This is an optimization exercise on Yosys and OpenROAD, whose aim is small area, not a production implementation.
Where RTL was checked, it was by simulation tests only, not by an equivalence proof against the original.
Only the layout flow was run in run 2; the RTL was not checked for function there.
Power and IR drop assume default switching activity.

==> flow/design.v <==
module lane_pid (
    input  wire               clk,
    input  wire               rst,
    input  wire               start,
    input  wire               load,
    output wire               ready,
    output reg                done,
    input  wire        [1:0]  op,
    input  wire               pv_prev,
    input  wire               dmeas,
    input  wire               inhib_up,
    input  wire               inhib_dn,
    input  wire signed [31:0] sp_in,
    input  wire signed [31:0] pv,
    input  wire signed [31:0] g_sp,
    input  wire signed [31:0] g_out,
    input  wire signed [31:0] u_ref,
    input  wire signed [31:0] kp,
    input  wire signed [31:0] ki,
    input  wire signed [31:0] kd,
    input  wire signed [31:0] kf,
    input  wire        [4:0]  sh_p,
    input  wire        [4:0]  sh_i,
    input  wire        [4:0]  sh_d,
    input  wire        [4:0]  sh_f,
    input  wire signed [31:0] ilim_lo,
    input  wire signed [31:0] ilim_hi,
    input  wire signed [31:0] out_lo,
    input  wire signed [31:0] out_hi,
    input  wire signed [31:0] ld_f,
    input  wire        [31:0] ld_fres,
    input  wire signed [31:0] ld_i,
    input  wire        [31:0] ld_ires,
    output reg  signed [31:0] u,
    output reg  signed [31:0] p_out,
    output reg  signed [31:0] d_out,
    output wire signed [31:0] f_out,
    output wire        [31:0] fres_out,
    output wire signed [31:0] i_out,
    output wire        [31:0] ires_out,
    output reg         [4:0]  sat,
    output reg                frozen
);
    localparam [5:0]
        S_IDLE = 6'd0,
        S_E1   = 6'd1,  S_E2  = 6'd2,  S_E3  = 6'd3,
        S_OFF  = 6'd4,  S_MUL = 6'd5,  S_POST = 6'd6, S_PW = 6'd7,
        S_DX1  = 6'd8,  S_D2  = 6'd9,  S_D3  = 6'd10, S_D4 = 6'd11,
        S_F1   = 6'd12, S_F2  = 6'd13, S_F3  = 6'd14, S_F4 = 6'd15,
        S_DW   = 6'd16,
        S_I0   = 6'd17, S_I1  = 6'd18, S_I2  = 6'd19, S_I3 = 6'd20,
        S_C1   = 6'd21, S_C2  = 6'd22, S_C3  = 6'd23,
        S_Z1   = 6'd24, S_Z2  = 6'd25, S_Z3  = 6'd26, S_Z4 = 6'd27, S_Z5 = 6'd28, S_Z6 = 6'd29,
        S_S1   = 6'd30, S_S2  = 6'd31, S_S3  = 6'd32, S_S4 = 6'd33,
        S_S5   = 6'd34, S_S6  = 6'd35, S_S7  = 6'd36,
        S_T1   = 6'd37, S_T2  = 6'd38, S_T3  = 6'd39,
        S_B1   = 6'd40, S_B2  = 6'd41, S_B3  = 6'd42, S_B4 = 6'd43;
    localparam [1:0] PH_P = 2'd0, PH_F = 2'd1, PH_D = 2'd2, PH_I = 2'd3;
    localparam [2:0] X_Z = 3'd0, X_A = 3'd1, X_A1 = 3'd2, X_A4 = 3'd3, X_M1 = 3'd4, X_AZ = 3'd5;
    localparam [4:0]
        Y_0 = 5'd0, Y_SPIN = 5'd1, Y_GSP = 5'd2, Y_PV = 5'd3, Y_OH = 5'd4, Y_COEF = 5'd5,
        Y_FRES = 5'd6, Y_IRES = 5'd7, Y_F = 5'd8, Y_Q = 5'd9, Y_QX = 5'd10, Y_P = 5'd11,
        Y_D = 5'd12, Y_I = 5'd13, Y_U = 5'd14, Y_ILIM = 5'd15, Y_OLIM = 5'd16, Y_GOUT = 5'd17,
        Y_UREF = 5'd18;
    reg  [5:0]  st;
    reg  [1:0]  ph;
    reg  [5:0]  cnt;
    reg  signed [33:0] a;
    reg  [31:0] q;
    reg  signed [31:0] f_q, i_q;
    reg  [30:0] fres_q, ires_q;
    reg         below, above, gt, di_pos, di_neg;
    assign f_out    = f_q;
    assign i_out    = i_q;
    assign fres_out = {1'b0, fres_q};
    assign ires_out = {1'b0, ires_q};
    assign ready    = (st == S_IDLE);
    wire restart = (op == 2'd1) && !pv_prev;
    wire flag_en = (op != 2'd3);
    reg signed [31:0] coef;
    reg        [4:0]  shs;
    always @(*) begin
        case (ph)
            PH_P:    begin coef = kp; shs = sh_p; end
            PH_F:    begin coef = kf; shs = sh_f; end
            PH_D:    begin coef = kd; shs = sh_d; end
            default: begin coef = ki; shs = sh_i; end
        endcase
    end
    wire [31:0] onehot = (shs == 5'd0) ? 32'd0 : (32'd1 << (shs - 5'd1));
    wire        off_neg = (coef[31] ^ q[31]) && (shs != 5'd0);
    reg  [2:0] xsel;
    reg  [4:0] ysel;
    reg        yinv, cin;
    reg        sat_en, prod;
    reg        a_we, q_we, q_sh;
    reg        p_we, d_we, u_we, f_we, i_we, ires_we;
    reg        fl_p, fl_i, fl_d, fl_s, fl_o, fl_lim_i, fl_lim_o;
    reg  [5:0] st_n;
    wire lim_out = (st == S_S5) || (st == S_S6) || (st == S_S7) ||
                   (st == S_B2) || (st == S_B3) || (st == S_B4) ||
                   (st == S_Z4) || (st == S_Z5);
    always @(*) begin
        xsel = X_Z; ysel = Y_0; yinv = 1'b0; cin = 1'b0; sat_en = 1'b0; prod = 1'b0;
        a_we = 1'b0; q_we = 1'b0; q_sh = 1'b0;
        p_we = 1'b0; d_we = 1'b0; u_we = 1'b0; f_we = 1'b0; i_we = 1'b0; ires_we = 1'b0;
        fl_p = 1'b0; fl_i = 1'b0; fl_d = 1'b0; fl_s = 1'b0; fl_o = 1'b0;
        fl_lim_i = 1'b0; fl_lim_o = 1'b0;
        st_n = st;
        case (st)
            S_IDLE: if (start) st_n = S_E1;
            S_E1: begin ysel = Y_SPIN; a_we = 1'b1; st_n = S_E2; end
            S_E2: begin xsel = X_A; ysel = Y_GSP; sat_en = 1'b1; a_we = 1'b1; fl_p = 1'b1; st_n = S_E3; end
            S_E3: begin
                xsel = X_A; ysel = Y_PV; yinv = 1'b1; cin = 1'b1; sat_en = 1'b1; fl_p = 1'b1;
                if (ph == PH_F) begin a_we = 1'b1; st_n = S_D2; end
                else begin q_we = 1'b1; st_n = (ph == PH_P) ? S_OFF : S_I0; end
            end
            S_OFF: begin
                xsel = off_neg ? X_M1 : X_Z; ysel = Y_OH; a_we = 1'b1; st_n = S_MUL;
            end
            S_MUL: begin
                xsel = (cnt[4:0] == 5'd0) ? X_A : X_A1;
                ysel = q[0] ? Y_COEF : Y_0;
                yinv = q[0] && (cnt[4:0] == 5'd31);
                cin  = q[0] && (cnt[4:0] == 5'd31);
                a_we = 1'b1; q_sh = 1'b1;
                if (cnt[4:0] == 5'd31) st_n = S_POST;
            end
            S_POST: begin
                xsel = (cnt >= 6'd4) ? X_A4 : X_A1; a_we = 1'b1; q_sh = 1'b1;
                if (cnt == 6'd4 || cnt == 6'd1)
                    case (ph)
                        PH_P:    st_n = S_PW;
                        PH_F:    st_n = S_F1;
                        PH_D:    st_n = S_DW;
                        default: st_n = S_I1;
                    endcase
            end
            S_PW: begin
                ysel = Y_Q; prod = 1'b1; sat_en = 1'b1; p_we = 1'b1; fl_p = 1'b1;
                st_n = dmeas ? S_DX1 : S_E1;
            end
            S_DX1: begin ysel = Y_PV; yinv = 1'b1; cin = 1'b1; a_we = 1'b1; st_n = S_D2; end
            S_D2:  begin xsel = X_A; f_we = restart; st_n = S_D3; end
            S_D3:  begin
                xsel = X_A; ysel = Y_F; yinv = 1'b1; cin = 1'b1; sat_en = 1'b1; q_we = 1'b1;
                fl_d = 1'b1; st_n = S_D4;
            end
            S_D4:  begin ysel = restart ? Y_0 : Y_FRES; a_we = 1'b1; st_n = S_MUL; end
            S_F1:  begin ysel = Y_QX; a_we = 1'b1; st_n = S_F2; end
            S_F2:  begin xsel = X_A; ysel = Y_F; sat_en = 1'b1; a_we = 1'b1; fl_d = 1'b1; st_n = S_F3; end
            S_F3:  begin
                xsel = X_A; ysel = Y_F; yinv = 1'b1; cin = 1'b1; sat_en = 1'b1; q_we = 1'b1;
                fl_d = 1'b1; st_n = S_F4;
            end
            S_F4:  begin xsel = X_A; f_we = 1'b1; st_n = S_OFF; end
            S_DW:  begin
                ysel = Y_Q; prod = 1'b1; sat_en = 1'b1; d_we = 1'b1; fl_d = 1'b1;
                case (op)
                    2'd0:    st_n = S_E1;
                    2'd1:    st_n = S_T1;
                    default: st_n = S_B1;
                endcase
            end
            S_I0:  begin ysel = Y_IRES; a_we = 1'b1; u_we = 1'b1; st_n = S_MUL; end
            S_I1:  begin ysel = Y_Q; prod = 1'b1; sat_en = 1'b1; q_we = 1'b1; fl_i = 1'b1; st_n = S_I2; end
            S_I2:  begin xsel = X_M1; ysel = Y_Q; a_we = 1'b1; st_n = S_I3; end
            S_I3:  begin xsel = X_A; ysel = Y_I; cin = 1'b1; a_we = 1'b1; st_n = S_C1; end
            S_C1:  begin xsel = X_A; ysel = Y_ILIM; yinv = 1'b1; cin = 1'b1; st_n = S_C2; end
            S_C2:  begin xsel = X_A; ysel = Y_ILIM; yinv = 1'b1; st_n = S_C3; end
            S_C3:  begin
                xsel = X_AZ; ysel = Y_ILIM; fl_lim_i = 1'b1;
                if (op == 2'd0) begin q_we = 1'b1; st_n = S_Z1; end
                else begin i_we = 1'b1; st_n = (op == 2'd1) ? S_S1 : S_IDLE; end
            end
            S_Z1:  begin ysel = Y_P; a_we = 1'b1; st_n = S_Z2; end
            S_Z2:  begin xsel = X_A; ysel = Y_D; a_we = 1'b1; st_n = S_Z3; end
            S_Z3:  begin xsel = X_A; ysel = Y_Q; a_we = 1'b1; st_n = S_Z4; end
            S_Z4:  begin xsel = X_A; ysel = Y_OLIM; yinv = 1'b1; st_n = S_Z5; end
            S_Z5:  begin xsel = X_A; ysel = Y_OLIM; yinv = 1'b1; cin = 1'b1; st_n = S_Z6; end
            S_Z6:  begin
                xsel = X_Z; ysel = frozen ? Y_U : Y_Q;
                i_we = !frozen; ires_we = frozen; st_n = S_S1;
            end
            S_S1:  begin ysel = Y_P; a_we = 1'b1; st_n = S_S2; end
            S_S2:  begin xsel = X_A; ysel = Y_D; a_we = 1'b1; st_n = S_S3; end
            S_S3:  begin xsel = X_A; ysel = Y_I; sat_en = 1'b1; a_we = 1'b1; fl_s = 1'b1; st_n = S_S4; end
            S_S4:  begin xsel = X_A; ysel = Y_GOUT; sat_en = 1'b1; a_we = 1'b1; fl_o = 1'b1; st_n = S_S5; end
            S_S5:  begin xsel = X_A; ysel = Y_OLIM; yinv = 1'b1; cin = 1'b1; st_n = S_S6; end
            S_S6:  begin xsel = X_A; ysel = Y_OLIM; yinv = 1'b1; st_n = S_S7; end
            S_S7:  begin xsel = X_AZ; ysel = Y_OLIM; u_we = 1'b1; fl_lim_o = 1'b1; st_n = S_IDLE; end
            S_T1:  begin ysel = Y_UREF; a_we = 1'b1; st_n = S_T2; end
            S_T2:  begin xsel = X_A; ysel = Y_P; yinv = 1'b1; cin = 1'b1; a_we = 1'b1; st_n = S_T3; end
            S_T3:  begin xsel = X_A; ysel = Y_D; yinv = 1'b1; cin = 1'b1; a_we = 1'b1; st_n = S_C1; end
            S_B1:  begin
                ysel = Y_UREF; a_we = 1'b1; u_we = 1'b1;
                st_n = (op == 2'd3) ? S_T2 : S_B2;
            end
            S_B2:  begin xsel = X_A; ysel = Y_OLIM; yinv = 1'b1; cin = 1'b1; st_n = S_B3; end
            S_B3:  begin xsel = X_A; ysel = Y_OLIM; yinv = 1'b1; st_n = S_B4; end
            S_B4:  begin xsel = X_AZ; ysel = Y_OLIM; a_we = 1'b1; u_we = 1'b1; st_n = S_T2; end
            default: st_n = S_IDLE;
        endcase
    end
    wire cmp_lo = (st == S_C1) || (st == S_S5) || (st == S_B2) || (st == S_Z5);
    wire [31:0] lim_lo = lim_out ? out_lo : ilim_lo;
    wire [31:0] lim_hi = lim_out ? out_hi : ilim_hi;
    wire pick = (st == S_C3) || (st == S_S7) || (st == S_B4);
    reg signed [34:0] xv;
    always @(*) begin
        case (xsel)
            X_A:     xv = {a[33], a};
            X_A1:    xv = {{2{a[33]}}, a[33:1]};
            X_A4:    xv = {{5{a[33]}}, a[33:4]};
            X_M1:    xv = -35'sd1;
            X_AZ:    xv = (below | above) ? 35'sd0 : {a[33], a};
            default: xv = 35'sd0;
        endcase
    end
    reg [31:0] yv;
    reg        yext;
    always @(*) begin
        yext = 1'b0;
        case (ysel)
            Y_SPIN: yv = sp_in;
            Y_GSP:  yv = g_sp;
            Y_PV:   yv = pv;
            Y_OH:   yv = onehot;
            Y_COEF: yv = coef;
            Y_FRES: yv = {1'b0, fres_q};
            Y_IRES: yv = {1'b0, ires_q};
            Y_F:    yv = f_q;
            Y_Q:    yv = q;
            Y_QX:   begin yv = q; yext = a[0]; end
            Y_P:    yv = p_out;
            Y_D:    yv = d_out;
            Y_I:    yv = i_q;
            Y_U:    yv = u;
            Y_ILIM, Y_OLIM:
                    yv = pick ? (below ? lim_lo : above ? lim_hi : 32'd0)
                              : (cmp_lo ? lim_lo : lim_hi);
            Y_GOUT: yv = g_out;
            Y_UREF: yv = u_ref;
            default: yv = 32'd0;
        endcase
        if (ysel != Y_QX) yext = yv[31];
    end
    wire [34:0] yw  = {{3{yext}}, yv};
    wire [34:0] bus = xv + (yinv ? ~yw : yw) + {34'd0, cin};
    wire hi_ok = prod ? ((a == {34{q[31]}})) : (bus[34:31] == 4'b0000 || bus[34:31] == 4'b1111);
    wire neg   = prod ? a[33] : bus[34];
    wire is_min = bus[31] && (bus[30:0] == 31'd0);
    wire clip_hi = !hi_ok && !neg;
    wire clip_lo = (!hi_ok && neg) || (hi_ok && is_min);
    wire clip  = clip_hi || clip_lo;
    wire [31:0] sv = clip_hi ? 32'h7fffffff : clip_lo ? 32'h80000001 : bus[31:0];
    wire [33:0] rb = sat_en ? {{2{sv[31]}}, sv} : bus[33:0];
    wire cap    = (st == S_MUL) && (cnt[4:0] != 5'd0);
    wire capbit = a[0] && ({1'b0, cnt[4:0]} <= {1'b0, shs});
    wire lim_i = below | above;
    always @(posedge clk) begin
        if (rst) begin
            st     <= S_IDLE;
            done   <= 1'b0;
            f_q    <= 32'sd0;
            fres_q <= 31'd0;
            i_q    <= 32'sd0;
            ires_q <= 31'd0;
        end else begin
            st   <= st_n;
            done <= (st != S_IDLE) && (st_n == S_IDLE);
            if (st == S_IDLE) begin
                if (start) begin
                    sat    <= 5'd0;
                    frozen <= 1'b0;
                    ph     <= PH_P;
                end else if (load) begin
                    f_q    <= ld_f;
                    fres_q <= ld_fres[30:0];
                    i_q    <= ld_i;
                    ires_q <= ld_ires[30:0];
                end
            end
            if (f_we) f_q <= rb[31:0];
            if (i_we) i_q <= rb[31:0];
            if (ires_we) ires_q <= rb[30:0];
            if (cap && ph == PH_F) fres_q <= {capbit, fres_q[30:1]};
            if (cap && ph == PH_I) ires_q <= {capbit, ires_q[30:1]};
            if (st == S_C3 && op != 2'd0) ires_q <= 31'd0;
        end
        if (a_we) a <= rb;
        if (q_we) q <= rb[31:0];
        else if (q_sh) q <= (xsel == X_A4) ? {a[3:0], q[31:4]} : {a[0], q[31:1]};
        if (p_we) p_out <= rb[31:0];
        if (d_we) d_out <= rb[31:0];
        if (u_we) u <= rb[31:0];
        if (st == S_OFF || st == S_D4 || st == S_I0) cnt <= 6'd0;
        else if (st == S_MUL) cnt <= (cnt[4:0] == 5'd31) ? ({1'b0, shs} + 6'd1) : cnt + 6'd1;
        else if (st == S_POST) cnt <= (cnt >= 6'd4) ? cnt - 6'd4 : cnt - 6'd1;
        if (st == S_PW) ph <= PH_F;
        if (st == S_F4) ph <= PH_D;
        if (st == S_DW) ph <= PH_I;
        if (cmp_lo) below <= bus[34];
        if (st == S_C2 || st == S_S6 || st == S_B3 || st == S_Z4) above <= !bus[34];
        if (st == S_Z4) gt <= !bus[34];
        if (st == S_I2) begin di_pos <= !bus[34]; di_neg <= q[31]; end
        if (st == S_Z5)
            frozen <= (gt && di_pos) || (bus[34] && di_neg) || (inhib_up && di_pos) || (inhib_dn && di_neg);
        if (flag_en && st != S_IDLE) begin
            if (fl_p && clip) sat[0] <= 1'b1;
            if ((fl_i && clip) || (fl_lim_i && lim_i)) sat[1] <= 1'b1;
            if (fl_d && clip) sat[2] <= 1'b1;
            if (fl_s && clip) sat[3] <= 1'b1;
            if ((fl_o && clip) || (fl_lim_o && lim_i)) sat[4] <= 1'b1;
        end
    end
endmodule
==> flow/run.sh <==
#!/bin/bash
# synth_recipe.tcl (not shown) runs the flow's synth.tcl, then flattens the netlist and writes it again
# the make line also repeats each setting of config.mk as NAME=value (left out here)
make -C /OpenROAD-flow-scripts/flow DESIGN_CONFIG=/design/flow/config.mk WORK_HOME=/design/flow/orfs CLKGATE_MAP_FILE= SYNTH_SCRIPT=/design/flow/synth_recipe.tcl finish
==> flow/config.mk <==
export PLATFORM = sky130hd
export DESIGN_NAME = lane_pid
export DESIGN_NICKNAME = lane_pid
export VERILOG_FILES = /design/flow/design.v
export SDC_FILE = /design/flow/constraint.sdc
export NUM_CORES = 4
export LEC_CHECK = 0
export CAP_MARGIN = 20
export CORE_MARGIN = 2
export CORE_UTILIZATION = 40
export SLEW_MARGIN = 20
==> flow/constraint.sdc <==
create_clock -name core_clock -period 150.0 [get_ports {clk}]
set_input_delay 30.0000 -clock core_clock [delete_from_list [all_inputs] [get_ports {clk}]]
set_output_delay 30.0000 -clock core_clock [all_outputs]
set_load 0.01 [all_outputs]
==> results of run 1 <==
## layout make-up
type | count | share of cell area
Multi-Input combinational cell | 2087 | 0.418
Timing Repair Buffer | 876 | 0.264
Sequential cell | 314 | 0.245
Clock buffer | 42 | 0.0291
Tap cell | 748 | 0.0288
Clock inverter | 25 | 0.00817
Inverter | 45 | 0.00520
Antenna cell | 15 | 0.00116
## worst reg2reg max path, cell delays in order (launching register included)
cell	delay, ps
sky130_fd_sc_hd__dfxtp_1	310
sky130_fd_sc_hd__buf_4	340
sky130_fd_sc_hd__inv_1	370
sky130_fd_sc_hd__nand2_1	590
sky130_fd_sc_hd__nor2_2	340
sky130_fd_sc_hd__buf_4	350
sky130_fd_sc_hd__a22oi_1	400
sky130_fd_sc_hd__nand2_1	200
sky130_fd_sc_hd__a221oi_1	830
sky130_fd_sc_hd__nand4_1	610
sky130_fd_sc_hd__a221o_1	450
sky130_fd_sc_hd__a21oi_1	160
sky130_fd_sc_hd__xor2_1	110
sky130_fd_sc_hd__ha_1	500
sky130_fd_sc_hd__nand4_1	250
sky130_fd_sc_hd__nor3_2	360
sky130_fd_sc_hd__o211ai_2	350
sky130_fd_sc_hd__a311oi_1	450
sky130_fd_sc_hd__o211ai_1	160
sky130_fd_sc_hd__a311oi_1	470
sky130_fd_sc_hd__nand4_1	220
sky130_fd_sc_hd__a41oi_2	950
sky130_fd_sc_hd__or2_1	210
sky130_fd_sc_hd__buf_4	330
sky130_fd_sc_hd__nand2_1	680
sky130_fd_sc_hd__a2bb2oi_1	340
## logic make-up after synthesis
family                   synth area share
flip-flops                          0.355
multiplexers                       0.0451
other                            0.000167
XOR/XNOR                           0.0261
adder cells (fa/ha/maj)            0.0313
AO/OA/AOI/OAI                       0.313
AND/OR/NAND/NOR                     0.181
buffers and inverters              0.0489
## Yosys cell counts, drive strengths merged, types with 14 or more instances
| library cell | number |
|---|---|
| nor2 | 306 |
| o21ai | 145 |
| inv | 44 |
| o221ai | 27 |
| a31oi | 23 |
| a21oi | 173 |
| edfxtp | 168 |
| dfxtp | 146 |
| nand2 | 269 |
| or3 | 14 |
| nor3 | 53 |
| clkbuf | 183 |
| buf | 51 |
| a2bb2oi | 22 |
| a221o | 36 |
| xnor2 | 20 |
| ha | 53 |
| nand3 | 65 |
| mux2i | 100 |
| xor2 | 47 |
| a22oi | 195 |
| nor4 | 41 |
| a222oi | 69 |
| and2 | 21 |
| a221oi | 71 |
| nor2b | 17 |
| nand4 | 53 |
| o22ai | 62 |
| a211oi | 25 |
## how the worst max path moves through the flow
| stage | startpoint | slack [ps] | cells past startpoint | to |
|---|---|---|---|---|
| 2_1_floorplan | sh_p[1] | 114270 | 25 | a[21] |
| 3_3_place_gp | sh_p[1] | 111230 | 26 | q[19] |
| 3_5_place_dp | sh_p[1] | 111030 | 26 | q[22] |
| 4_1_cts | sh_p[1] | 111620 | 26 | q[21] |
| 5_1_grt | sh_p[1] | 111120 | 26 | q[16] |
| 6_report | sh_p[1] | 111090 | 26 | q[21] |
## state kept, by name (all words and copies together) (netlist names), 2 cells and up
name	flops
ires_q	31
fres_q	31
u	32
sat	5
q	32
f_q	32
i_q	32
st	6
a	34
cnt	6
ph	2
d_out	32
p_out	32
## per-layer routing
metal,GRT usage,routed length [µm],vias to the layer above
met4,0.567,21800,24
li1,-,-,11800
met1,0.597,52100,14200
met3,0.248,26400,898
met2,0.801,68500,3281
met5,0.00589,222,-
## power by group through the flow
stage | Combinational [W] | Clock [W] | Sequential [W]
2_1_floorplan | 0.000245 | 0 | 0.000154
5_1_grt | 0.000497 | 0.0000966 | 0.000163
3_3_place_gp | 0.000451 | 0 | 0.000163
4_1_cts | 0.000457 | 0.0000935 | 0.000162
3_5_place_dp | 0.000455 | 0 | 0.000163
6_report | 0.000502 | 0.0000952 | 0.000164
## stage by stage
step / hold slack, ps / total power (W)
2_1_floorplan: 473 / 0.000399
3_3_place_gp: 468 / 0.000614
3_5_place_dp: 470 / 0.000618
4_1_cts: 486 / 0.000712
5_1_grt: 503 / 0.000757
6_report: 495 / 0.000761
==> insert_results.sql, run 1 <==
INSERT INTO impl_metrics (metric_group, metric, value, unit) VALUES
('final_layout', 'final_layout_size_suffix_gt1_frac', '0.0602', ''),
('die', 'core', '55300', 'µm²'),
('final_layout', 'syn_to_final_growth', '44.5', '%'),
('timing', 'tightestPinTransition', '1380', 'ps'),
('hold_path', 'min_path_type', 'reg2reg', ''),
('setup_path', 'worst-path-buf-inv', '4', ''),
('clocking', 'cts_resized', '0', ''),
('setup_path', 'r2r_cells', '25', ''),
('die', 'io_pins', '806', ''),
('power', 'power_per_cell_area', '23.5', 'nW/µm²'),
('yosys', 'yosys_warns', '1', ''),
('drt', 'tritonroute_pass_1_iters', '10', ''),
('placed_design', 'placedInstanceArea', '31200', 'µm²'),
('hold_path', 'hold_path_end', 'sat[3]', ''),
('power', 'switching_share_of_power', '0.570', ''),
('clocking', 'postCtsSetupRepairBufs', '0', ''),
('global_routing', 'track_usage', '0.558', ''),
('clocking', 'cts.root.buffer_cell', 'sky130_fd_sc_hd__clkbuf_16', ''),
('setup_path', 'critical_path.max_fanout', '35', ''),
('clocking', 'cts.clk_slew.worst_paths', '70', 'ps'),
('placed_design', 'count_of_port_buffers_added_during_placement', '801', ''),
('placed_design', 'place.detailed.instances', '4066', ''),
('run', 'timing.max_cap.violations', '0', ''),
('yosys', 'synth-main-ff-cell', 'sky130_fd_sc_hd__edfxtp_1', ''),
('clocking', 'htree_num_levels', '2', ''),
('placed_design', 'gpl.final_weighted_congestion', '1.17', ''),
('yosys', 'synth_top_cells_by_area', 'sky130_fd_sc_hd__edfxtp_1, sky130_fd_sc_hd__dfxtp_1, sky130_fd_sc_hd__a22oi_1', ''),
('setup_path', 'worst_r2r_startpoint', 'st[1]', ''),
('setup_path', 'setup.reg_to_reg.worst_slack', '139370', 'ps'),
('yosys', 'seq_area_frac_synth', '0.355', ''),
('timing', 'final-setup-viol-count', '0', ''),
('die', 'rows', '86', ''),
('clocking', 'cts_sinks', '314', ''),
('hold_path', 'hold_path.startpoint', 'sat[3]', ''),
('global_routing', 'grt.overflow.total', '0', ''),
('drt', 'num_vias', '30200', ''),
('final_layout', 'highest_count_cells_in_the_layout_ignoring_fill_and_taps', 'sky130_fd_sc_hd__clkdlybuf4s50_1, sky130_fd_sc_hd__nor2_1, sky130_fd_sc_hd__nand2_1', ''),
('die', 'die_h', '241', 'µm'),
('timing', 'slew_viol_final', '0', ''),
('final_layout', 'stdcell_count', '4152', ''),
('final_layout', 'seq_area', '7970', 'µm²'),
('clocking', 'clk-insertion-delay-late', '610', 'ps'),
('placed_design', 'worst_setup_timing_slack_at_the_placement_stage', '111030', 'ps'),
('timing', 'final.period_utilization', '0.259', ''),
('clocking', 'hold_buffers', '0', ''),
('drt', 'drt_iter0_drc', '6005', ''),
('drt', 'ant_nets', '0', ''),
('drt', 'total_wirelength', '169000', 'µm'),
('global_routing', 'first_global_vias', '27600', ''),
('global_routing', 'number_of_antenna_violations_at_the_first_check_in_global_routing', '30', ''),
('yosys', 'yosysUniqueCellTypes', '96', ''),
('power', 'power.share.combinational', '0.659', ''),
('power', 'internal_power', '0.000328', 'W'),
('power', 'power.leakage', '11.6', 'nW'),
('timing', 'min_period', '38910', 'ps'),
('setup_path', 'worstSetupEndpointType', 'flop', ''),
('status', 'run_status', 'complete, no violations', ''),
('die', 'initial_core_util', '0.406', ''),
('final_layout', 'number_of_inserted_filler_cells_in_the_final_layout', '4885', ''),
('yosys', 'avgSynthCellArea', '8.38', 'µm²'),
('final_layout', 'final_layout_net_count', '3990', ''),
('timing', 'timing.clock.skew', '42.6', 'ps'),
('timing', 'setup_tns', '0', 'ps'),
('yosys', 'yosysTopAreaCellShare', '0.225', ''),
('clocking', 'cts_made_buffers', '37', ''),
('die', 'floorplan.die_area', '58100', 'µm²'),
('timing', 'slew_headroom', '0.0776', ''),
('timing', 'finalWorstSetupSlack', '111090', 'ps'),
('yosys', 'post_synth_inst_count', '2679', ''),
('drt', 'vias_per_cell', '7.28', ''),
('yosys', 'synth_enable_flop_cells', '168', '');
==> inputs of run 2 (changes only) <==
--- a/flow/design.v
+++ b/flow/design.v
@@ -71,3 +71,3 @@
     reg  [30:0] fres_q, ires_q;
-    reg         below, above, gt, di_pos, di_neg;
+    reg         below, above, gt, di_pos, di_neg, pass2;
     assign f_out    = f_q;
@@ -89,4 +89,6 @@
     end
-    wire [31:0] onehot = (shs == 5'd0) ? 32'd0 : (32'd1 << (shs - 5'd1));
-    wire        off_neg = (coef[31] ^ q[31]) && (shs != 5'd0);
+    wire        rnd_mode = (ph == PH_P) || (ph == PH_D);
+    wire        off_neg  = (coef[31] ^ q[31]) && (shs != 5'd0);
+    wire        rnd_bit  = ({1'b0, cnt[4:0]} + 6'd1) == {1'b0, shs};
+    wire        res_bit  = (ph == PH_F) ? (fres_q[0] && !restart) : ires_q[0];
     reg  [2:0] xsel;
@@ -96,3 +98,3 @@
     reg        a_we, q_we, q_sh;
-    reg        p_we, d_we, u_we, f_we, i_we, ires_we;
+    reg        p_we, d_we, u_we, f_we, i_we;
     reg        fl_p, fl_i, fl_d, fl_s, fl_o, fl_lim_i, fl_lim_o;
@@ -105,3 +107,3 @@
         a_we = 1'b0; q_we = 1'b0; q_sh = 1'b0;
-        p_we = 1'b0; d_we = 1'b0; u_we = 1'b0; f_we = 1'b0; i_we = 1'b0; ires_we = 1'b0;
+        p_we = 1'b0; d_we = 1'b0; u_we = 1'b0; f_we = 1'b0; i_we = 1'b0;
         fl_p = 1'b0; fl_i = 1'b0; fl_d = 1'b0; fl_s = 1'b0; fl_o = 1'b0;
@@ -116,14 +118,12 @@
                 if (ph == PH_F) begin a_we = 1'b1; st_n = S_D2; end
-                else begin q_we = 1'b1; st_n = (ph == PH_P) ? S_OFF : S_I0; end
-            end
-            S_OFF: begin
-                xsel = off_neg ? X_M1 : X_Z; ysel = Y_OH; a_we = 1'b1; st_n = S_MUL;
+                else begin q_we = 1'b1; st_n = S_MUL; end
             end
             S_MUL: begin
-                xsel = (cnt[4:0] == 5'd0) ? X_A : X_A1;
+                xsel = (cnt[4:0] != 5'd0) ? X_A1 : (rnd_mode && off_neg) ? X_M1 : X_Z;
                 ysel = q[0] ? Y_COEF : Y_0;
                 yinv = q[0] && (cnt[4:0] == 5'd31);
-                cin  = q[0] && (cnt[4:0] == 5'd31);
+                cin  = (cnt[4:0] == 5'd31) ? q[0] : rnd_mode ? rnd_bit : res_bit;
                 a_we = 1'b1; q_sh = 1'b1;
                 if (cnt[4:0] == 5'd31) st_n = S_POST;
+                if (cnt[4:0] == 5'd30 && pass2) st_n = S_S1;
             end
@@ -147,5 +147,4 @@
                 xsel = X_A; ysel = Y_F; yinv = 1'b1; cin = 1'b1; sat_en = 1'b1; q_we = 1'b1;
-                fl_d = 1'b1; st_n = S_D4;
+                fl_d = 1'b1; st_n = S_MUL;
             end
-            S_D4:  begin ysel = restart ? Y_0 : Y_FRES; a_we = 1'b1; st_n = S_MUL; end
             S_F1:  begin ysel = Y_QX; a_we = 1'b1; st_n = S_F2; end
@@ -156,3 +155,3 @@
             end
-            S_F4:  begin xsel = X_A; f_we = 1'b1; st_n = S_OFF; end
+            S_F4:  begin xsel = X_A; f_we = 1'b1; st_n = S_MUL; end
             S_DW:  begin
@@ -165,3 +164,2 @@
             end
-            S_I0:  begin ysel = Y_IRES; a_we = 1'b1; u_we = 1'b1; st_n = S_MUL; end
             S_I1:  begin ysel = Y_Q; prod = 1'b1; sat_en = 1'b1; q_we = 1'b1; fl_i = 1'b1; st_n = S_I2; end
@@ -182,4 +180,3 @@
             S_Z6:  begin
-                xsel = X_Z; ysel = frozen ? Y_U : Y_Q;
-                i_we = !frozen; ires_we = frozen; st_n = S_S1;
+                ysel = Y_Q; i_we = !frozen; st_n = frozen ? S_S1 : S_E1;
             end
@@ -228,6 +225,3 @@
             Y_PV:   yv = pv;
-            Y_OH:   yv = onehot;
             Y_COEF: yv = coef;
-            Y_FRES: yv = {1'b0, fres_q};
-            Y_IRES: yv = {1'b0, ires_q};
             Y_F:    yv = f_q;
@@ -238,3 +232,2 @@
             Y_I:    yv = i_q;
-            Y_U:    yv = u;
             Y_ILIM, Y_OLIM:
@@ -249,3 +242,13 @@
     wire [34:0] yw  = {{3{yext}}, yv};
-    wire [34:0] bus = xv + (yinv ? ~yw : yw) + {34'd0, cin};
+    wire [34:0] yo = yinv ? ~yw : yw;
+    wire [35:0] cy;
+    wire [34:0] bus;
+    assign cy[0] = cin;
+    genvar gi;
+    generate
+        for (gi = 0; gi < 35; gi = gi + 1) begin : g_add
+            assign bus[gi]    = xv[gi] ^ yo[gi] ^ cy[gi];
+            assign cy[gi + 1] = (xv[gi] & yo[gi]) | (cy[gi] & (xv[gi] ^ yo[gi]));
+        end
+    endgenerate
     wire hi_ok = prod ? ((a == {34{q[31]}})) : (bus[34:31] == 4'b0000 || bus[34:31] == 4'b1111);
@@ -258,4 +261,4 @@
     wire [33:0] rb = sat_en ? {{2{sv[31]}}, sv} : bus[33:0];
-    wire cap    = (st == S_MUL) && (cnt[4:0] != 5'd0);
-    wire capbit = a[0] && ({1'b0, cnt[4:0]} <= {1'b0, shs});
+    wire rsh    = (st == S_MUL) && (cnt[4:0] != 5'd31);
+    wire capbit = bus[0] && (cnt[4:0] < shs);
     wire lim_i = below | above;
@@ -277,2 +280,3 @@
                     ph     <= PH_P;
+                    pass2  <= 1'b0;
                 end else if (load) begin
@@ -286,5 +290,4 @@
             if (i_we) i_q <= rb[31:0];
-            if (ires_we) ires_q <= rb[30:0];
-            if (cap && ph == PH_F) fres_q <= {capbit, fres_q[30:1]};
-            if (cap && ph == PH_I) ires_q <= {capbit, ires_q[30:1]};
+            if (rsh && ph == PH_F) fres_q <= {capbit, fres_q[30:1]};
+            if (rsh && ph == PH_I) ires_q <= {pass2 ? capbit : ires_q[0], ires_q[30:1]};
             if (st == S_C3 && op != 2'd0) ires_q <= 31'd0;
@@ -297,3 +300,3 @@
         if (u_we) u <= rb[31:0];
-        if (st == S_OFF || st == S_D4 || st == S_I0) cnt <= 6'd0;
+        if (st == S_E3 || st == S_D3 || st == S_F4) cnt <= 6'd0;
         else if (st == S_MUL) cnt <= (cnt[4:0] == 5'd31) ? ({1'b0, shs} + 6'd1) : cnt + 6'd1;
@@ -303,2 +306,3 @@
         if (st == S_DW) ph <= PH_I;
+        if (st == S_Z6) pass2 <= 1'b1;
         if (cmp_lo) below <= bus[34];
==> flow/flow/run.sh (new file) <==
#!/bin/bash
# Own layout flow: the standard ORFS flow (standard.sh) with
#  - synthesis mapped by ABC for area (flow/synth.tcl, flow/abc_area.script),
#  - one sky130_fd_sc_hd__buf_1 on every input and output port,
#  - a clock tree of smaller buffers without dummy loads.
# make's full output goes to flow_make.log here; ORFS's per-step logs stay under orfs/logs.
set -euo pipefail
W=$(pwd)
export OWN_ABC_SCRIPT="$W/flow/abc_area.script"
bash "$W/standard.sh" \
  "SYNTH_SCRIPT=$W/flow/synth.tcl" \
  "BUFFER_PORTS_ARGS=-buffer_cell sky130_fd_sc_hd__buf_1" \
  "CTS_ARGS=-sink_clustering_enable -repair_clock_nets -dont_use_dummy_load -buf_list sky130_fd_sc_hd__clkbuf_8 -sink_clustering_size 30 -sink_clustering_max_diameter 100" \
  finish > "$W/flow_make.log" 2>&1
==> flow/flow/abc_area.script (new file) <==
strash
ifraig
scorr
dc2
strash
&get -n
&dch -f
&nf -R 1000
&put
==> flow/flow/synth.tcl (new file) <==
# The standard synthesis (synth_recipe.tcl) with one change: ABC maps the logic
# with an area-oriented script instead of ORFS's delay-oriented one. Everything
# before ABC, and so every register's name and cell, is the standard's.
proc synth {args} { yosys synth -nofsm -noshare {*}$args }
proc abc {args} {
  set i [lsearch -exact $args -script]
  if {$i >= 0} { set args [lreplace $args $i [expr {$i + 1}] -script $::env(OWN_ABC_SCRIPT)] }
  set i [lsearch -exact $args -D]
  if {$i >= 0} { set args [lreplace $args $i [expr {$i + 1}]] }
  yosys abc {*}$args
}
source $::env(SCRIPTS_DIR)/synth.tcl
# left out here: clear keep_hierarchy, flatten, clean up, hide names made inside functions, write 1_2_yosys.v
==> flow/standard.sh (new file) <==
#!/bin/bash
# synth_recipe.tcl (not shown) runs the flow's synth.tcl, then flattens the netlist and writes it again
# the make line also repeats each setting of config.mk as NAME=value (left out here)
make -C /OpenROAD-flow-scripts/flow DESIGN_CONFIG=/design/flow/config.mk WORK_HOME=/design/flow/orfs CLKGATE_MAP_FILE= SYNTH_SCRIPT=/design/flow/synth_recipe.tcl "${@:-finish}"
removed: flow/run.sh
==> insert_results.sql, run 2 <==
INSERT INTO impl_metrics (metric_group, metric, value, unit) VALUES
('yosys', 'synth_enable_flop_cells', '168', ''),
('yosys', 'postSynth.asyncResetShare', '0', ''),
('die', 'die_h', '214', 'µm'),
('yosys', 'syn_area', '17700', 'µm²'),
('die', 'rows', '76', ''),
('yosys', 'synth_top_cells_by_area', 'sky130_fd_sc_hd__edfxtp_1, sky130_fd_sc_hd__dfxtp_1, sky130_fd_sc_hd__a22oi_1', ''),
('yosys', 'seq_area_frac_synth', '0.452', ''),
('yosys', 'avgSynthCellArea', '9.70', 'µm²'),
('yosys', 'post_synth_inst_count', '1820', ''),
('yosys', 'post-synth-top-area-cell', 'sky130_fd_sc_hd__edfxtp_1', ''),
('status', 'error_line', '[ERROR PPL-0024] Number of IO pins (806) exceeds maximum number of available positions (770). Increase the die perimeter from 856.52um to 1096.16um.', ''),
('die', 'die_width', '214', 'µm'),
('yosys', 'synth_common_cells', 'sky130_fd_sc_hd__nand2_1, sky130_fd_sc_hd__a21oi_1, sky130_fd_sc_hd__nor2_1, sky130_fd_sc_hd__edfxtp_1, sky130_fd_sc_hd__dfxtp_1', ''),
('yosys', 'yosys_warns', '1', ''),
('yosys', 'ys_seq_elements', '315', ''),
('yosys', 'yosysTopAreaCellShare', '0.286', ''),
('yosys', 'yosysUniqueCellTypes', '53', ''),
('yosys', 'cell_with_the_most_instances_after_synthesis', 'sky130_fd_sc_hd__nand2_1', ''),
('die', 'initial_core_util', '0.407', ''),
('status', 'stop_stage', 'I/O pin placement', ''),
('status', 'run_status', 'stopped before the end', ''),
('yosys', 'synth-main-ff-cell', 'sky130_fd_sc_hd__edfxtp_1', '');
-- run 2: cell types whose count changed after synthesis, sizes merged, moves of 40 or more --
cell,delta
a22oi,-51
nor2,-136
inv,-44
a221oi,-55
nor3,+40
mux2i,-72
nand2,-68
clkbuf,-183
buf,-49
o21ai,-58
-- run 2: logic make-up after synthesis --
family,count (synthesis),synth area share
multiplexers,28,0.0159
flip-flops,315,0.452
XOR/XNOR,42,0.0208
AO/OA/AOI/OAI,724,0.291
buffers and inverters,32,0.00723
adder cells (fa/ha/maj),53,0.0520
other,1,0.000212
AND/OR/NAND/NOR,625,0.161
==> inputs of run 3 (changes only) <==
--- a/flow/design.v
+++ b/flow/design.v
@@ -33,3 +33,3 @@
     input  wire        [31:0] ld_ires,
-    output reg  signed [31:0] u,
+    output wire signed [31:0] u,
     output reg  signed [31:0] p_out,
@@ -71,3 +71,4 @@
     reg  [30:0] fres_q, ires_q;
-    reg         below, above, gt, di_pos, di_neg, pass2;
+    reg         below, above, di_pos, di_neg, pass2;
+    assign u        = q;
     assign f_out    = f_q;
@@ -98,3 +99,3 @@
     reg        a_we, q_we, q_sh;
-    reg        p_we, d_we, u_we, f_we, i_we;
+    reg        p_we, d_we, f_we, i_we;
     reg        fl_p, fl_i, fl_d, fl_s, fl_o, fl_lim_i, fl_lim_o;
@@ -107,3 +108,3 @@
         a_we = 1'b0; q_we = 1'b0; q_sh = 1'b0;
-        p_we = 1'b0; d_we = 1'b0; u_we = 1'b0; f_we = 1'b0; i_we = 1'b0;
+        p_we = 1'b0; d_we = 1'b0; f_we = 1'b0; i_we = 1'b0;
         fl_p = 1'b0; fl_i = 1'b0; fl_d = 1'b0; fl_s = 1'b0; fl_o = 1'b0;
@@ -188,3 +189,3 @@
             S_S6:  begin xsel = X_A; ysel = Y_OLIM; yinv = 1'b1; st_n = S_S7; end
-            S_S7:  begin xsel = X_AZ; ysel = Y_OLIM; u_we = 1'b1; fl_lim_o = 1'b1; st_n = S_IDLE; end
+            S_S7:  begin xsel = X_AZ; ysel = Y_OLIM; q_we = 1'b1; fl_lim_o = 1'b1; st_n = S_IDLE; end
             S_T1:  begin ysel = Y_UREF; a_we = 1'b1; st_n = S_T2; end
@@ -193,3 +194,3 @@
             S_B1:  begin
-                ysel = Y_UREF; a_we = 1'b1; u_we = 1'b1;
+                ysel = Y_UREF; a_we = 1'b1; q_we = 1'b1;
                 st_n = (op == 2'd3) ? S_T2 : S_B2;
@@ -198,3 +199,3 @@
             S_B3:  begin xsel = X_A; ysel = Y_OLIM; yinv = 1'b1; st_n = S_B4; end
-            S_B4:  begin xsel = X_AZ; ysel = Y_OLIM; a_we = 1'b1; u_we = 1'b1; st_n = S_T2; end
+            S_B4:  begin xsel = X_AZ; ysel = Y_OLIM; a_we = 1'b1; q_we = 1'b1; st_n = S_T2; end
             default: st_n = S_IDLE;
@@ -253,3 +254,3 @@
     endgenerate
-    wire hi_ok = prod ? ((a == {34{q[31]}})) : (bus[34:31] == 4'b0000 || bus[34:31] == 4'b1111);
+    wire hi_ok = prod ? (q[31] ? (&a) : !(|a)) : (bus[34:31] == 4'b0000 || bus[34:31] == 4'b1111);
     wire neg   = prod ? a[33] : bus[34];
@@ -299,3 +300,2 @@
         if (d_we) d_out <= rb[31:0];
-        if (u_we) u <= rb[31:0];
         if (st == S_E3 || st == S_D3 || st == S_F4) cnt <= 6'd0;
@@ -309,6 +309,5 @@
         if (st == S_C2 || st == S_S6 || st == S_B3 || st == S_Z4) above <= !bus[34];
-        if (st == S_Z4) gt <= !bus[34];
         if (st == S_I2) begin di_pos <= !bus[34]; di_neg <= q[31]; end
         if (st == S_Z5)
-            frozen <= (gt && di_pos) || (bus[34] && di_neg) || (inhib_up && di_pos) || (inhib_dn && di_neg);
+            frozen <= (above && di_pos) || (bus[34] && di_neg) || (inhib_up && di_pos) || (inhib_dn && di_neg);
         if (flag_en && st != S_IDLE) begin
--- a/flow/flow/run.sh
+++ b/flow/flow/run.sh
@@ -12,3 +12,3 @@
   "BUFFER_PORTS_ARGS=-buffer_cell sky130_fd_sc_hd__buf_1" \
-  "CTS_ARGS=-sink_clustering_enable -repair_clock_nets -dont_use_dummy_load -buf_list sky130_fd_sc_hd__clkbuf_8 -sink_clustering_size 30 -sink_clustering_max_diameter 100" \
+  "CTS_ARGS=-sink_clustering_enable -repair_clock_nets -dont_use_dummy_load -buf_list sky130_fd_sc_hd__clkbuf_16 -sink_clustering_size 24 -sink_clustering_max_diameter 80" \
   finish > "$W/flow_make.log" 2>&1
--- a/flow/config.mk
+++ b/flow/config.mk
@@ -7,5 +7,5 @@
 export LEC_CHECK = 0
-export CAP_MARGIN = 20
-export CORE_MARGIN = 2
-export CORE_UTILIZATION = 40
-export SLEW_MARGIN = 20
+export CAP_MARGIN = 0
+export CORE_AREA = 4 4 276 276
+export DIE_AREA = 0 0 280 280
+export SLEW_MARGIN = 0
==> insert_results.sql, run 3 <==
INSERT INTO impl_metrics (metric_group, metric, value, unit) VALUES
('clocking', 'cts-root-to-sink-buffers', '3', ''),
('timing', 'final-setup-viol-count', '0', ''),
('final_layout', 'regMostFlops', 'a', ''),
('final_layout', 'highest_count_cells_in_the_layout_ignoring_fill_and_taps', 'sky130_fd_sc_hd__buf_1, sky130_fd_sc_hd__nand2_1, sky130_fd_sc_hd__o21ai_0', ''),
('placed_design', 'count_of_port_buffers_added_during_placement', '801', ''),
('power', 'internal_power', '0.000170', 'W'),
('setup_path', 'critical-path-max-stage-delay', '910', 'ps'),
('clocking', 'postCtsSetupRepairBufs', '0', ''),
('drt', 'ant_nets', '0', ''),
('placed_design', 'dp.final_hpwl', '82100', 'µm'),
('setup_path', 'timing.critical_path.required', '150490', 'ps'),
('yosys', 'post-synth-top-area-cell', 'sky130_fd_sc_hd__edfxtp_1', ''),
('die', 'floorplan.die_area', '78400', 'µm²'),
('run', 'timing.max_cap.violations', '0', ''),
('yosys', 'yosysTopAreaCellShare', '0.242', ''),
('yosys', 'yosys_warns', '1', ''),
('die', 'core', '73200', 'µm²'),
('yosys', 'syn_area', '16700', 'µm²'),
('yosys', 'cell_with_the_most_instances_after_synthesis', 'sky130_fd_sc_hd__nand2_1', ''),
('final_layout', 'largest_register_ff_count', '34', ''),
('timing', 'final.period_utilization', '0.332', ''),
('yosys', 'avgSynthCellArea', '9.29', 'µm²'),
('yosys', 'postSynth.asyncResetShare', '0', ''),
('die', 'rows', '99', ''),
('final_layout', 'layout.cells.most_common', 'sky130_fd_sc_hd__buf_1', ''),
('clocking', 'clk-insertion-delay-late', '620', 'ps'),
('timing', 'final_hold_viol_count', '0', ''),
('setup_path', 'slowest_stage', 'sky130_fd_sc_hd__nand3_1', ''),
('drt', 'num_vias', '21500', ''),
('yosys', 'post_synth_inst_count', '1801', ''),
('timing', 'timing.clock.skew', '84.9', 'ps'),
('global_routing', 'track_usage', '0.266', ''),
('clocking', 'cts_made_buffers', '26', ''),
('final_layout', 'final_layout_size_suffix_gt1_frac', '0.0472', ''),
('drt', 'drt_iter0_drc', '3080', ''),
('power', 'power.sequential.fraction', '0.390', ''),
('yosys', 'ys_seq_elements', '282', ''),
('timing', 'slew_viol_final', '0', ''),
('clocking', 'htree_num_levels', '1', ''),
('setup_path', 'critPathMostFrequentCell', 'sky130_fd_sc_hd__fa_1', ''),
('timing', 'tightestPinTransition', '1250', 'ps'),
('global_routing', 'first_global_vias', '20200', ''),
('final_layout', 'final_layout_net_count', '3319', ''),
('yosys', 'yosysUniqueCellTypes', '49', ''),
('status', 'run_status', 'complete, no violations', ''),
('power', 'irDropWorstVdd', '9.54', 'µV'),
('drt', 'tritonroute_pass_1_iters', '8', ''),
('global_routing', 'grt.overflow.total', '0', ''),
('yosys', 'seq_area_frac_synth', '0.418', ''),
('timing', 'slew_headroom', '0.160', ''),
('timing', 'finalWorstSetupSlack', '100150', 'ps'),
('timing', 'grt_setup_unrepaired', 'false', ''),
('setup_path', 'critPathArrivalTime', '50340', 'ps'),
('setup_path', 'crit_path_start_kind', 'input port', ''),
('power', 'p_clk_frac', '0.202', ''),
('global_routing', 'grt_pass1_wl', '152000', 'µm'),
('drt', 'post-route-drc-count', '0', ''),
('power', 'power.leakage', '6.97', 'nW'),
('power', 'power.share.combinational', '0.408', ''),
('drt', 'total_wirelength', '112000', 'µm'),
('setup_path', 'worst-setup-path-type', 'in2reg', ''),
('drt', 'post_drt_wl_per_cell', '30.5', 'µm'),
('die', 'die_h', '280', 'µm'),
('clocking', 'cts_resized', '0', ''),
('yosys', 'synth_top_cells_by_area', 'sky130_fd_sc_hd__edfxtp_1, sky130_fd_sc_hd__dfxtp_1, sky130_fd_sc_hd__a22oi_1', ''),
('die', 'die_width', '280', 'µm'),
('clocking', 'hold_buffers', '0', ''),
('setup_path', 'critical_path.max_fanout', '30', ''),
('drt', 'vias_per_cell', '5.86', ''),
('power', 'power_per_cell_area', '13.5', 'nW/µm²'),
('placed_design', 'gpl.final_weighted_congestion', '0.981', ''),
('timing', 'min_period', '49860', 'ps'),
('final_layout', 'syn_to_final_growth', '33.0', '%'),
('yosys', 'synth_common_cells', 'sky130_fd_sc_hd__nand2_1, sky130_fd_sc_hd__o21ai_0, sky130_fd_sc_hd__a21oi_1, sky130_fd_sc_hd__dfxtp_1, sky130_fd_sc_hd__a22oi_1', ''),
('global_routing', 'largest_net_degree_at_the_start_of_global_routing', '65', ''),
('power', 'net-switching-power', '0.000131', 'W'),
('clocking', 'cts_tree', 'yes', ''),
('die', 'io_pins', '806', ''),
('yosys', 'synth_enable_flop_cells', '135', ''),
('global_routing', 'number_of_antenna_violations_at_the_first_check_in_global_routing', '26', ''),
('clocking', 'cts_sinks', '282', ''),
('power', 'report.power.total', '0.000300', 'W'),
('timing', 'fmax', '20.1', 'MHz'),
('yosys', 'synth-main-ff-cell', 'sky130_fd_sc_hd__dfxtp_1', ''),
('setup_path', 'worstSetupEndpointType', 'flop', ''),
('timing', 'setup_tns', '0', 'ps'),
('placed_design', 'worst_setup_timing_slack_at_the_placement_stage', '99560', 'ps'),
('clocking', 'cts.root.buffer_cell', 'sky130_fd_sc_hd__clkbuf_16', ''),
('power', 'switching_share_of_power', '0.435', ''),
('clocking', 'cts.clk_slew.worst_paths', '110', 'ps'),
('die', 'initial_core_util', '0.229', ''),
('hold_path', 'min_path_type', 'reg2reg', '');
## run 3: cells by family (layout without fill, tap and decap cells)
group | count (synthesis) | after routing | synth area share
DFF | 282 | 282 | 0.418
muxes | 35 | 35 | 0.0209
other | 1 | 11 | 0.000224
adders and majority gates | 53 | 53 | 0.0549
AOI/OAI and AO/OA | 799 | 799 | 0.325
buffers and inverters | 27 | 915 | 0.00650
xor gates and xnor gates | 42 | 42 | 0.0220
and+or+nand+nor | 562 | 562 | 0.153
## run 3: metal layers
layer / global-route usage / wire length, µm
met5: 0 / 100
met4: 0.0851 / 3890
met3: 0.0647 / 11100
met2: 0.414 / 49600
met1: 0.366 / 46800
## run 3: path summary, 6_finish.rpt
check,depth (start not counted),startpoint,to,slack (ps)
min,2,fres_q[10],fres_q[9],420
min reg2reg,2,fres_q[10],fres_q[9],420
max,54,sh_f[0],f_q[23],100150
max reg2reg,56,st[1],f_q[23],127830
## run 3: final cells by class
type | instances | area [µm²]
antenna | 9 | 22.5
sequential | 282 | 7000
timing repair buffer | 864 | 3480
multi-input combinational | 1493 | 9810
tap | 959 | 1200
fill | 7945 | 51000
clock buffer | 26 | 651
inverter | 25 | 93.8
## run 3: through the flow
step	util	instances	hold slack, ps	cell area, µm²
after floorplan	-	1802	442	16700
after global placement	0.295	3623	437	21600
after detailed placement	0.295	3623	457	21600
after CTS	0.304	3649	429	22200
after global routing	0.304	3654	462	22200
final	0.304	3658	424	22300
## run 3: critical path: cells and delay by family
family | cells | cell delay, ps
simple gates | 1 | 910
compound gates | 11 | 3340
fa+ha+maj | 35 | 15320
buf+inv | 7 | 700
## run 3: power by group through the flow
| stage | Clock [W] | Combinational, W | Sequential, W |
|---|---|---|---|
| finish | 0.0000607 | 0.000122 | 0.000117 |
| CTS | 0.0000618 | 0.000122 | 0.000117 |
| global placement | 0 | 0.000120 | 0.000118 |
| detailed placement | 0 | 0.000121 | 0.000118 |
| floorplan | 0 | 0.0000618 | 0.000115 |
| global route | 0.0000645 | 0.000133 | 0.000119 |

what the ideal ports hide:
The flow's constraints put no driver on any port. The routed layouts listed below were extracted and timed again, unchanged, in two steps.
Step 1, drivers: a clkbuf_16 drives clk and a buf_2 each remaining input, both assumed.
Step 2 times the ports against the registers' clock, not the clock port: input delays grow and output delays shrink by t, the midpoint of the rising clock arrivals with the driver on.
Slacks: ideal ports / drivers / drivers and shift; pairs: ideal ports / drivers.
run	t, ns	setup slack, ns	worst setup path after step 2
run 1	0.657	111.094 / 111.135 / 110.478	input to register
run 3	0.643	100.145 / 100.179 / 99.537	input to register
After both steps setup and hold are still met in every run listed. For run 1, which loses most, drivers alone change the setup slack by +0.041 ns; drivers and shift together by -0.616 ns.
